This is an optimization exercise on Yosys and OpenROAD, whose aim is small area, a short achievable clock period and few clock cycles, not a production implementation.
In this exercise RTL edits were held to simulation tests only and were not proved equivalent to the original.

File: design.v
module svetva_chain (
    input  wire         clk,
    input  wire         rst,
    input  wire         cmd_valid,
    output wire         cmd_ready,
    input  wire         cmd_open,
    input  wire [63:0]  cmd_uid,
    input  wire [7:0]   cmd_ring,
    input  wire [31:0]  cmd_rcount,
    input  wire [31:0]  cmd_seq,
    input  wire         in_valid,
    output wire         in_ready,
    input  wire [31:0]  in_data,
    output wire [255:0] chain,
    output reg          done
);
    function [31:0] rotr(input [31:0] x, input integer n);
        rotr = (x >> n) | (x << (32 - n));
    endfunction
    function [31:0] bsig0(input [31:0] x);
        bsig0 = rotr(x, 2) ^ rotr(x, 13) ^ rotr(x, 22);
    endfunction
    function [31:0] bsig1(input [31:0] x);
        bsig1 = rotr(x, 6) ^ rotr(x, 11) ^ rotr(x, 25);
    endfunction
    function [31:0] ssig0(input [31:0] x);
        ssig0 = rotr(x, 7) ^ rotr(x, 18) ^ (x >> 3);
    endfunction
    function [31:0] ssig1(input [31:0] x);
        ssig1 = rotr(x, 17) ^ rotr(x, 19) ^ (x >> 10);
    endfunction
    function [31:0] bswap(input [31:0] x);
        bswap = {x[7:0], x[15:8], x[23:16], x[31:24]};
    endfunction
    function [63:0] csa(input [31:0] x, input [31:0] y, input [31:0] z);
        csa = {((x & y) | (x & z) | (y & z)) << 1, x ^ y ^ z};
    endfunction
    localparam [31:0] IV0 = 32'h6a09e667, IV1 = 32'hbb67ae85,
                      IV2 = 32'h3c6ef372, IV3 = 32'ha54ff53a,
                      IV4 = 32'h510e527f, IV5 = 32'h9b05688c,
                      IV6 = 32'h1f83d9ab, IV7 = 32'h5be0cd19;
    reg          busy;          
    reg          pre;           
    reg          op_open;       
    reg  [5:0]   t;             
    reg  [1:0]   rcur;          
    reg  [17:0]  rem;           
    reg          d_cur;         
    reg          d_nxt;         
    reg  [16:0]  lenw;          
    reg          gl;            
    reg          run_last;      
    reg  [31:0]  ibuf;          
    reg          ibuf_v;
    reg  [31:0]  a, b, c, d, e, f, g, h;
    reg  [31:0]  H0, H1, H2, H3, H4, H5, H6, H7;    
    reg  [31:0]  wq [0:15];     
    reg  [31:0]  kw;            
    reg  [31:0]  pa;            
    reg  [31:0]  pe;            
    assign chain = {bswap(H7), bswap(H6), bswap(H5), bswap(H4),
                    bswap(H3), bswap(H2), bswap(H1), bswap(H0)};
    wire        accept  = !busy && cmd_valid;
    wire        opn     = busy ? op_open : cmd_open;
    wire        hi      = (t >= 6'd61);                        
    wire        gw      = hi || (t <= 6'd12);                  
    wire [3:0]  j       = t[3:0] + 4'd3;                       
    wire [1:0]  nblk    = pre ? 2'd0 : (rcur == 2'd2 ? 2'd2 : rcur + 2'd1);
    wire [1:0]  gbk     = hi ? nblk : rcur;                    
    wire        rreg    = (gbk == 2'd2) || (gbk == 2'd1 && j[3]);    
    wire        rem_lt4 = rem[17] || (rem[16:2] == 15'd0);
    wire        w_len   = (gbk == 2'd1) && (j == 4'd1);        
    wire        w_dec   = (gbk == 2'd2) || (gbk == 2'd1 && j >= 4'd2);   
    function data_of(input [1:0] gb, input [3:0] jj, input df);
        case (gb)
            2'd0:    data_of = jj[3];
            2'd1:    data_of = !jj[3] || df;
            default: data_of = df;
        endcase
    endfunction
    wire        need_cur = busy && !op_open && gw && data_of(gbk, j, d_cur);
    wire [5:0]  t1       = t + 6'd1;
    wire        hi1      = (t1 >= 6'd61) || (t == 6'd63);
    wire        gw1      = (t1 >= 6'd61) || (t1 <= 6'd12);
    wire [1:0]  gbk1     = hi1 ? nblk : rcur;
    wire        need_nxt = busy && !op_open && gw1 && !(t == 6'd63 && !pre && run_last)
                         && data_of(gbk1, t1[3:0] + 4'd3, gw ? d_nxt : d_cur);
    wire        stall    = need_cur && !ibuf_v;
    assign cmd_ready = !busy;
    assign in_ready  = busy && ((need_cur && !ibuf_v) || need_nxt);
    wire [31:0] in_be = bswap(ibuf);
    reg  [31:0] hword;
    always @(*) begin
        case (j[2:0])
            3'd0: hword = H0;
            3'd1: hword = H1;
            3'd2: hword = H2;
            3'd3: hword = H3;
            3'd4: hword = H4;
            3'd5: hword = H5;
            3'd6: hword = H6;
            default: hword = H7;
        endcase
    end
    reg  [31:0] msg;
    always @(*) begin
        msg = 32'd0;
        if (opn) begin
            case (j)
                4'd0:  msg = 32'h53564554;                    
                4'd1:  msg = 32'h56412d43;                    
                4'd2, 4'd3, 4'd4, 4'd5, 4'd6: msg = hword;    
                4'd7:  msg = 32'h80000000;
                4'd15: msg = 32'd224;                         
                default: msg = 32'd0;
            endcase
        end else if (gbk == 2'd0 && !j[3]) begin
            msg = hword;                                      
        end else if (!rreg || !rem_lt4) begin
            msg = in_be;
        end else if (d_cur) begin
            case (rem[1:0])
                2'd1:    msg = {in_be[31:24], 8'h80, 16'd0};
                2'd2:    msg = {in_be[31:16], 8'h80, 8'd0};
                default: msg = {in_be[31:8], 8'h80};
            endcase
        end else if (!rem[17]) begin
            msg = 32'h80000000;
        end else if (gl && j == 4'd15) begin
            msg = {12'd0, lenw, 3'b000};
        end
    end
    wire [31:0] sched = ssig1(wq[14]) + wq[9] + ssig0(wq[1]) + wq[0];
    wire [31:0] w_new = gw ? msg : sched;
    reg  [31:0] k_nx;
    always @(*) begin
        case (t)
            6'd0: k_nx = 32'hb5c0fbcf;
            6'd1: k_nx = 32'he9b5dba5;
            6'd2: k_nx = 32'h3956c25b;
            6'd3: k_nx = 32'h59f111f1;
            6'd4: k_nx = 32'h923f82a4;
            6'd5: k_nx = 32'hab1c5ed5;
            6'd6: k_nx = 32'hd807aa98;
            6'd7: k_nx = 32'h12835b01;
            6'd8: k_nx = 32'h243185be;
            6'd9: k_nx = 32'h550c7dc3;
            6'd10: k_nx = 32'h72be5d74;
            6'd11: k_nx = 32'h80deb1fe;
            6'd12: k_nx = 32'h9bdc06a7;
            6'd13: k_nx = 32'hc19bf174;
            6'd14: k_nx = 32'he49b69c1;
            6'd15: k_nx = 32'hefbe4786;
            6'd16: k_nx = 32'h0fc19dc6;
            6'd17: k_nx = 32'h240ca1cc;
            6'd18: k_nx = 32'h2de92c6f;
            6'd19: k_nx = 32'h4a7484aa;
            6'd20: k_nx = 32'h5cb0a9dc;
            6'd21: k_nx = 32'h76f988da;
            6'd22: k_nx = 32'h983e5152;
            6'd23: k_nx = 32'ha831c66d;
            6'd24: k_nx = 32'hb00327c8;
            6'd25: k_nx = 32'hbf597fc7;
            6'd26: k_nx = 32'hc6e00bf3;
            6'd27: k_nx = 32'hd5a79147;
            6'd28: k_nx = 32'h06ca6351;
            6'd29: k_nx = 32'h14292967;
            6'd30: k_nx = 32'h27b70a85;
            6'd31: k_nx = 32'h2e1b2138;
            6'd32: k_nx = 32'h4d2c6dfc;
            6'd33: k_nx = 32'h53380d13;
            6'd34: k_nx = 32'h650a7354;
            6'd35: k_nx = 32'h766a0abb;
            6'd36: k_nx = 32'h81c2c92e;
            6'd37: k_nx = 32'h92722c85;
            6'd38: k_nx = 32'ha2bfe8a1;
            6'd39: k_nx = 32'ha81a664b;
            6'd40: k_nx = 32'hc24b8b70;
            6'd41: k_nx = 32'hc76c51a3;
            6'd42: k_nx = 32'hd192e819;
            6'd43: k_nx = 32'hd6990624;
            6'd44: k_nx = 32'hf40e3585;
            6'd45: k_nx = 32'h106aa070;
            6'd46: k_nx = 32'h19a4c116;
            6'd47: k_nx = 32'h1e376c08;
            6'd48: k_nx = 32'h2748774c;
            6'd49: k_nx = 32'h34b0bcb5;
            6'd50: k_nx = 32'h391c0cb3;
            6'd51: k_nx = 32'h4ed8aa4a;
            6'd52: k_nx = 32'h5b9cca4f;
            6'd53: k_nx = 32'h682e6ff3;
            6'd54: k_nx = 32'h748f82ee;
            6'd55: k_nx = 32'h78a5636f;
            6'd56: k_nx = 32'h84c87814;
            6'd57: k_nx = 32'h8cc70208;
            6'd58: k_nx = 32'h90befffa;
            6'd59: k_nx = 32'ha4506ceb;
            6'd60: k_nx = 32'hbef9a3f7;
            6'd61: k_nx = 32'hc67178f2;
            6'd62: k_nx = 32'h428a2f98;
            6'd63: k_nx = 32'h71374491;
            default: k_nx = 32'h0;
        endcase
    end
    wire [31:0] s1v = bsig1(e);
    wire [31:0] chv = (e & f) ^ (~e & g);
    wire [31:0] s0v = bsig0(a);
    wire [31:0] mjv = (a & b) ^ (a & c) ^ (b & c);
    wire [63:0] ca1 = csa(pa, s1v, chv);
    wire [63:0] ca2 = csa(s0v, mjv, ca1[31:0]);
    wire [63:0] ca3 = csa(ca1[63:32], ca2[63:32], ca2[31:0]);
    wire [31:0] a_nx = ca3[31:0] + ca3[63:32];
    wire [63:0] ce1 = csa(pe, s1v, chv);
    wire [31:0] e_nx = ce1[31:0] + ce1[63:32];
    wire [31:0] hsa  = (t == 6'd61) ? H3 : (t == 6'd62) ? H2 : H1;
    wire [31:0] hse  = (t == 6'd61) ? H7 : (t == 6'd62) ? H6 : H5;
    wire [31:0] ad_a = a + hsa;
    wire [31:0] ad_e = e + hse;
    wire        t63  = (t == 6'd63);
    wire [31:0] hsrc = t63 ? (pre ? IV7 : H7) : g;
    wire [31:0] dsrc = t63 ? (pre ? IV3 : H3) : c;
    wire [31:0] fa0  = (t == 6'd62) ? H0 : 32'd0;
    wire [31:0] fe4  = (t == 6'd62) ? H4 : 32'd0;
    wire [63:0] cp1  = csa(hsrc, kw, fa0);
    wire [63:0] cq1  = csa(dsrc, hsrc, kw);
    wire [63:0] cq2  = csa(cq1[31:0], cq1[63:32], fe4);
    wire        run  = busy && !stall && !pre;    
    integer i;
    always @(posedge clk) begin
        if (!stall) begin
            for (i = 0; i < 15; i = i + 1)
                wq[i] <= wq[i + 1];
            wq[15] <= w_new;
            kw <= k_nx + wq[15];
            pa <= cp1[31:0] + cp1[63:32];
            pe <= cq2[31:0] + cq2[63:32];
            if (pre) begin
                {a, b, c, d, e, f, g, h} <= {IV0, IV1, IV2, IV3, IV4, IV5, IV6, IV7};
            end else if (t63) begin
                a <= a_nx; b <= ad_a; c <= H2; d <= H3;
                e <= e_nx; f <= ad_e; g <= H6; h <= H7;
            end else begin
                a <= a_nx; b <= a; c <= b; d <= c;
                e <= e_nx; f <= e; g <= f; h <= g;
            end
        end
        ibuf <= in_data;
    end
    always @(posedge clk) begin
        if (rst) begin
            {H0, H1, H2, H3, H4, H5, H6, H7} <= 256'd0;
        end else if (accept) begin
            if (cmd_open) begin
                H2 <= bswap(cmd_uid[31:0]);
                H3 <= bswap(cmd_uid[63:32]);
                H4 <= {cmd_ring, 24'd0};
                H5 <= bswap(cmd_rcount);
                H6 <= bswap(cmd_seq);
            end
        end else if (run) begin
            if (t == 6'd13 && rcur == 2'd0)
                {H0, H1, H2, H3, H4, H5, H6, H7} <= {IV0, IV1, IV2, IV3, IV4, IV5, IV6, IV7};
            if (t == 6'd61) begin H3 <= ad_a; H7 <= ad_e; end
            if (t == 6'd62) begin H2 <= ad_a; H6 <= ad_e; end
            if (t63) begin H0 <= a_nx; H1 <= ad_a; H4 <= e_nx; H5 <= ad_e; end
        end
    end
    always @(posedge clk) begin
        if (rst) begin
            busy    <= 1'b0;
            pre     <= 1'b1;
            t       <= 6'd61;
            rcur    <= 2'd0;
            done    <= 1'b0;
            ibuf_v  <= 1'b0;
        end else begin
            done   <= 1'b0;
            ibuf_v <= in_valid && in_ready;
            if (accept) begin
                busy    <= 1'b1;
                op_open <= cmd_open;
                t       <= 6'd62;
            end else if (busy && !stall) begin
                t <= t + 6'd1;
                if (t63) begin
                    if (pre) begin
                        pre <= 1'b0;
                    end else if (run_last) begin
                        busy <= 1'b0;
                        done <= 1'b1;
                        pre  <= 1'b1;
                        t    <= 6'd61;
                        rcur <= 2'd0;
                    end else if (rcur != 2'd2) begin
                        rcur <= rcur + 2'd1;
                    end
                end
            end
        end
    end
    always @(posedge clk) begin
        if (accept || (busy && !stall)) begin
            if (gw) begin
                if (w_len) begin
                    rem   <= 18'd24 + {2'b00, ibuf[15:0]};
                    lenw  <= 17'd96 + {1'b0, ibuf[15:0]};
                    d_cur <= 1'b1;
                    d_nxt <= 1'b1;
                end else if (w_dec) begin
                    rem   <= rem - 18'd4;
                    d_cur <= d_nxt;
                    d_nxt <= !rem[17] && ((rem[16:4] != 13'd0) || (rem[3] && rem[2:0] != 3'd0));
                end
                if (j == 4'd0)
                    gl <= rreg && rem_lt4;
                else if (rreg && rem_lt4 && j <= 4'd13)
                    gl <= 1'b1;
            end
            if (t == 6'd13 && !pre)
                run_last <= op_open || gl;
        end
    end
endmodule
File: run.sh
#!/bin/bash
# synth_recipe.tcl (not shown) runs the flow's synth.tcl, then flattens the netlist and writes it again
# the make line also repeats each setting of config.mk as NAME=value (left out here)
make -C /OpenROAD-flow-scripts/flow DESIGN_CONFIG=/design/flow/config.mk WORK_HOME=/design/flow/orfs CLKGATE_MAP_FILE= SYNTH_SCRIPT=/design/flow/synth_recipe.tcl finish
File: config.mk
export PLATFORM = sky130hd
export DESIGN_NAME = svetva_chain
export DESIGN_NICKNAME = svetva_chain
export VERILOG_FILES = /design/flow/design.v
export SDC_FILE = /design/flow/constraint.sdc
export NUM_CORES = 4
export LEC_CHECK = 0
export CAP_MARGIN = 20
export CORE_MARGIN = 2
export CORE_UTILIZATION = 40
export SLEW_MARGIN = 20
File: constraint.sdc
create_clock -name core_clock -period 12.5 [get_ports {clk}]
set_input_delay 2.5000 -clock core_clock [delete_from_list [all_inputs] [get_ports {clk}]]
set_output_delay 2.5000 -clock core_clock [all_outputs]
set_load 0.01 [all_outputs]
==> summary.txt <==
# TYPE chip_impl_metric gauge
chip_impl_metric{name="antenna_found_initial",unit=""} 40
chip_impl_metric{name="io-pin-count",unit=""} 432
chip_impl_metric{name="multi_input_area",unit="mm^2"} 0.0360
chip_impl_metric{name="slew_violations",unit=""} 0
chip_impl_metric{name="critical_path.max_fanout",unit=""} 47
chip_impl_metric{name="compound_gate_portion_of_the_synthesized_area",unit="%"} 16.5
chip_impl_metric{name="grt_util_all_layers",unit="%"} 38.3
chip_impl_info{name="timing.setup.critical_path_class",value="flip-flop to output pin"} 1
chip_impl_metric{name="cts-buffers-inserted",unit=""} 133
chip_impl_info{name="critical_path.reg2reg.startpoint",value="t[5]"} 1
chip_impl_metric{name="clock_path_buffers",unit=""} 3
chip_impl_metric{name="drt_first_pass_iters",unit=""} 7
chip_impl_metric{name="synthCells",unit=""} 7168
chip_impl_metric{name="clkSinkCount",unit=""} 1140
chip_impl_metric{name="count_of_h_tree_levels_built_during_cts",unit=""} 4
chip_impl_metric{name="place_hpwl",unit="um"} 277000
chip_impl_metric{name="first_global_vias",unit=""} 56300
chip_impl_metric{name="area.sequential",unit="mm^2"} 0.0312
chip_impl_metric{name="grt_start_max_net_pins",unit=""} 210
chip_impl_metric{name="critical_path_arrival",unit="ns"} 5.49
chip_impl_metric{name="syn_avg_cell_area",unit="um^2"} 9.88
chip_impl_metric{name="clock_insertion_delay_worst_skew",unit="ns"} 0.84
chip_impl_metric{name="dieWidth",unit="um"} 425
chip_impl_metric{name="met1_usage",unit="%"} 54.2
chip_impl_metric{name="ys_ff_latch",unit=""} 1140
chip_impl_metric{name="number_of_flip_flops_under_the_largest_register_name",unit=""} 512
chip_impl_metric{name="synth-xor-area-share",unit="%"} 6.54
chip_impl_metric{name="areaGrowthSynthToFinish",unit="%"} 16.5
chip_impl_metric{name="totalWireLength",unit="um"} 354000
chip_impl_metric{name="synth_sequential_area_ratio",unit="%"} 44.1
chip_impl_metric{name="post-cts-setup-buffer-count",unit=""} 0
chip_impl_metric{name="setup-violations-final",unit=""} 0
chip_impl_metric{name="die_y",unit="um"} 425
chip_impl_metric{name="synth_area",unit="mm^2"} 0.0708
chip_impl_info{name="ys.flop_type",value="sky130_fd_sc_hd__edfxtp_1"} 1
chip_impl_info{name="timing.critical_path.from_type",value="flip-flop"} 1
chip_impl_metric{name="post-route-min-period",unit="ns"} 7.99
chip_impl_metric{name="core",unit="mm^2"} 0.176
chip_impl_metric{name="grt.overflow.total",unit=""} 0
chip_impl_metric{name="route.detailed.drc",unit=""} 0
chip_impl_metric{name="async_flop_share",unit="%"} 0
chip_impl_metric{name="std_cell_rows",unit=""} 154
chip_impl_metric{name="num-nets-final",unit=""} 8187
chip_impl_metric{name="synth_edf_count",unit=""} 840
chip_impl_info{name="worstPathCellList",value="buf_4 > clkinv_1 > buf_4 > xnor2_1 > o41ai_1 > o21ai_0 > o211ai_1 > o21ai_0 > o41ai_1 > clkdlybuf4s50_1"} 1
chip_impl_metric{name="design.die.area",unit="mm^2"} 0.180
chip_impl_info{name="gr-max-usage-layer",value="met1"} 1
chip_impl_info{name="worst_hold_startpoint",value="wq[10][13]"} 1
chip_impl_metric{name="worst_clock_skew",unit="ns"} 0.0552
chip_impl_metric{name="placement.io_buffers",unit=""} 431
chip_impl_metric{name="max_cap_viol_count",unit=""} 0
chip_impl_metric{name="initial_utilization",unit="%"} 40.2
chip_impl_info{name="hp-class",value="flip-flop to flip-flop"} 1
chip_impl_metric{name="final.hold.worst_slack",unit="ns"} 0.376
chip_impl_info{name="critical-path-top-delay-family",value="compound AO/OA/AOI/OAI gates"} 1
chip_impl_info{name="cts_tree",value="yes"} 1
chip_impl_info{name="worst_setup_path_startpoint",value="t[5]"} 1
chip_impl_metric{name="layout.core_utilization",unit="%"} 46.9
chip_impl_metric{name="detail_route.vias_per_cell",unit=""} 6.18
chip_impl_metric{name="drtAntennaViolNets",unit=""} 0
chip_impl_metric{name="wl_per_cell",unit="um"} 35.7
chip_impl_metric{name="final_hold_viol_count",unit=""} 0
chip_impl_metric{name="slowest_delay",unit="ns"} 0.92
chip_impl_metric{name="synth_simple_gate_area_share",unit="%"} 12.7
chip_impl_metric{name="max_slew_margin_vs_limit",unit="%"} 12.8
chip_impl_info{name="largest_register",value="wq"} 1
chip_impl_metric{name="global_route.usage.met2",unit="%"} 52.4
chip_impl_metric{name="cts.clk_slew.worst_paths",unit="ns"} 0.07
chip_impl_info{name="crit_path_end_kind",value="output pin"} 1
chip_impl_metric{name="yosys_warnings",unit=""} 2
chip_impl_metric{name="first_pass_grt_wire_length",unit="um"} 475000
chip_impl_metric{name="gpl.final_weighted_congestion",unit=""} 1.08
chip_impl_metric{name="worst_pin_slew",unit="ns"} 1.30
chip_impl_metric{name="layout.cells.non_filler",unit=""} 9921
chip_impl_info{name="grt_setup_unrepaired",value="no"} 1
chip_impl_metric{name="final.fill_count",unit=""} 16700
chip_impl_metric{name="critical_path_buf_inv_count",unit=""} 4
chip_impl_metric{name="routed-via-count",unit=""} 61300
chip_impl_metric{name="synth_cell_types",unit=""} 99
chip_impl_metric{name="syn_nets",unit=""} 7903
chip_impl_info{name="status",value="no timing/DRC/antenna violations"} 1
chip_impl_metric{name="drt_first_iter_violations",unit=""} 10300
chip_impl_info{name="largest_family_of_logic_cells_by_synthesized_area",value="compound AO/OA/AOI/OAI gates"} 1
chip_impl_metric{name="synth_adder_area_share",unit="%"} 13.0
chip_impl_info{name="cell_at_the_root_of_the_clock_tree",value="sky130_fd_sc_hd__clkbuf_16"} 1
chip_impl_metric{name="worst_ep_required_time",unit="ns"} 10.00
chip_impl_metric{name="achievable-frequency",unit="MHz"} 125
chip_impl_metric{name="cts-resized-gates",unit=""} 0
chip_impl_metric{name="grt_use_met3",unit="%"} 10.9
chip_impl_metric{name="ctsHoldBuffers",unit=""} 0
chip_impl_info{name="slowest_stage",value="sky130_fd_sc_hd__o41ai_1"} 1
chip_impl_metric{name="final_min_period_over_clock_period",unit="%"} 64.0
chip_impl_metric{name="drive_above_1_share",unit="%"} 6.53
chip_impl_metric{name="dpl.cell_count",unit=""} 9654
chip_impl_metric{name="synth.mux.area_fraction",unit="%"} 1.85
-- kinds of logic (layout without fill, tap and decap cells) --
family,Yosys count,in the layout
AOI/OAI and AO/OA,1795,1795
other,0,20
xor gates and xnor gates,529,529
and+or+nand+nor,2015,2015
buffers and inverters,1004,1397
DFF,1140,1140
adders and majority gates,564,564
muxes,121,121
-- stage by stage --
| step | TNS (ns) | instance area [um^2] | setup WS, ns |
|---|---|---|---|
| CTS | 0 | 82400 | 4.59 |
| floorplan | -2905.98 | 71000 | -5.86 |
| global route | 0 | 82500 | 4.26 |
| global placement | 0 | 77800 | 5.32 |
| detailed placement | 0 | 77800 | 5.29 |
| finish | 0 | 82500 | 4.51 |
-- metal layers --
metal  routed length [um]  vias to the layer above
met5                  242                        -
met4                22700                       28
met3                43200                      708
met2               141000                     4205
met1               146000                    30400
li1                     -                    25900
-- Yosys cell counts (16+ instances only) --
master	number	area (um^2)
sky130_fd_sc_hd__mux2_2	21	236
sky130_fd_sc_hd__o211ai_1	52	390
sky130_fd_sc_hd__a22oi_1	56	420
sky130_fd_sc_hd__fa_1	284	5690
sky130_fd_sc_hd__o21ai_0	330	1650
sky130_fd_sc_hd__buf_2	29	145
sky130_fd_sc_hd__buf_1	47	176
sky130_fd_sc_hd__clkbuf_1	362	1360
sky130_fd_sc_hd__nand4_1	27	169
sky130_fd_sc_hd__xnor2_1	373	3270
sky130_fd_sc_hd__nand3_1	107	536
sky130_fd_sc_hd__dfxtp_1	300	6010
sky130_fd_sc_hd__o22ai_1	55	344
sky130_fd_sc_hd__xor2_1	156	1370
sky130_fd_sc_hd__nand3b_1	67	503
sky130_fd_sc_hd__o21bai_1	41	308
sky130_fd_sc_hd__a211o_1	18	158
sky130_fd_sc_hd__edfxtp_1	840	25200
sky130_fd_sc_hd__inv_1	559	2100
sky130_fd_sc_hd__ha_1	278	3480
sky130_fd_sc_hd__and3_1	50	313
sky130_fd_sc_hd__o21a_1	50	375
sky130_fd_sc_hd__or2_2	24	150
sky130_fd_sc_hd__a21o_1	150	1130
sky130_fd_sc_hd__o31ai_1	26	195
sky130_fd_sc_hd__nor3_1	124	621
sky130_fd_sc_hd__a211oi_1	108	811
sky130_fd_sc_hd__a31oi_1	117	732
sky130_fd_sc_hd__nand2b_1	64	400
sky130_fd_sc_hd__a311oi_1	20	175
sky130_fd_sc_hd__o221ai_1	62	543
sky130_fd_sc_hd__mux2i_1	93	931
sky130_fd_sc_hd__and2_1	19	119
sky130_fd_sc_hd__a21oi_1	495	2480
sky130_fd_sc_hd__a221oi_1	74	648
sky130_fd_sc_hd__or3_1	26	163
sky130_fd_sc_hd__o41ai_1	16	140
sky130_fd_sc_hd__nand2_1	818	3070
sky130_fd_sc_hd__nor2b_1	60	375
sky130_fd_sc_hd__nor2_1	583	2190
-- cell usage in the layout, fill, tap and decap left out, types with 52 or more instances in the layout --
| master | Yosys | layout |
|---|---|---|
| sky130_fd_sc_hd__o221ai_1 | 62 | 62 |
| sky130_fd_sc_hd__nand2b_1 | 64 | 64 |
| sky130_fd_sc_hd__inv_1 | 559 | 556 |
| sky130_fd_sc_hd__nand3b_1 | 67 | 67 |
| sky130_fd_sc_hd__a21o_1 | 150 | 150 |
| sky130_fd_sc_hd__o211ai_1 | 52 | 52 |
| sky130_fd_sc_hd__mux2i_1 | 93 | 93 |
| sky130_fd_sc_hd__a21oi_1 | 495 | 493 |
| sky130_fd_sc_hd__buf_4 | 3 | 154 |
| sky130_fd_sc_hd__o21ai_0 | 330 | 329 |
| sky130_fd_sc_hd__nand2_1 | 818 | 811 |
| sky130_fd_sc_hd__nor2_1 | 583 | 578 |
| sky130_fd_sc_hd__a31oi_1 | 117 | 117 |
| sky130_fd_sc_hd__nor2b_1 | 60 | 57 |
| sky130_fd_sc_hd__dfxtp_1 | 300 | 293 |
| sky130_fd_sc_hd__xor2_1 | 156 | 155 |
| sky130_fd_sc_hd__clkdlybuf4s50_1 | 0 | 430 |
| sky130_fd_sc_hd__a211oi_1 | 108 | 107 |
| sky130_fd_sc_hd__o22ai_1 | 55 | 55 |
| sky130_fd_sc_hd__xnor2_1 | 373 | 372 |
| sky130_fd_sc_hd__a22oi_1 | 56 | 56 |
| sky130_fd_sc_hd__clkbuf_16 | 0 | 137 |
| sky130_fd_sc_hd__edfxtp_1 | 840 | 840 |
| sky130_fd_sc_hd__a221oi_1 | 74 | 74 |
| sky130_fd_sc_hd__fa_1 | 284 | 284 |
| sky130_fd_sc_hd__nor3_1 | 124 | 124 |
| sky130_fd_sc_hd__ha_1 | 278 | 274 |
| sky130_fd_sc_hd__nand3_1 | 107 | 106 |
-- cell type report --
type / instances / share of cell area, %
antenna: 20 / 0.0606
clock buffer: 172 / 4.45
clock inverter: 72 / 1.13
inverter: 562 / 2.57
multi-input combinational: 5024 / 43.6
sequential: 1140 / 37.9
tap: 2340 / 3.55
timing repair buffer: 591 / 6.76
-- final timing paths --
| check | endpoint | slack [ns] | cells after the start |
|---|---|---|---|
| max | in_ready | 4.51 | 10 |
| max reg2reg | pe[30] | 5.23 | 21 |
| min reg2reg | wq[9][13] | 0.38 | 0 |
| min | wq[9][13] | 0.38 | 0 |
Testbench counts, summed over its fixed seeds: cycles 136,456.

separate check: timing with driven ports:
No port has a modelled driver above. Below, the same layout with a new extraction and two added sets of constraints.
Step 1 (the two cells are an assumption about what drives the block):
set clk [get_ports {clk}]
set_driving_cell -lib_cell sky130_fd_sc_hd__clkbuf_16 $clk
set_driving_cell -lib_cell sky130_fd_sc_hd__buf_2 [delete_from_list [all_inputs] $clk]
Step 2 also shifts input and output timing later by t, the mid clock arrival at the registers, as if the neighbouring blocks saw the same clock.
Three values: ideal ports, drivers, drivers and shift; two values: the first two.
t (ns): 0.899
setup slack, ns: 4.506 / 4.426 / 5.233
hold WS [ns]: 0.376 / 0.376 / 0.376
worst register clock-pin slew, ns: 0.07 / 0.07
After both steps setup and hold are still met in this run. The setup slack of this run moves by -0.080 ns with the drivers and by +0.727 ns with both steps.
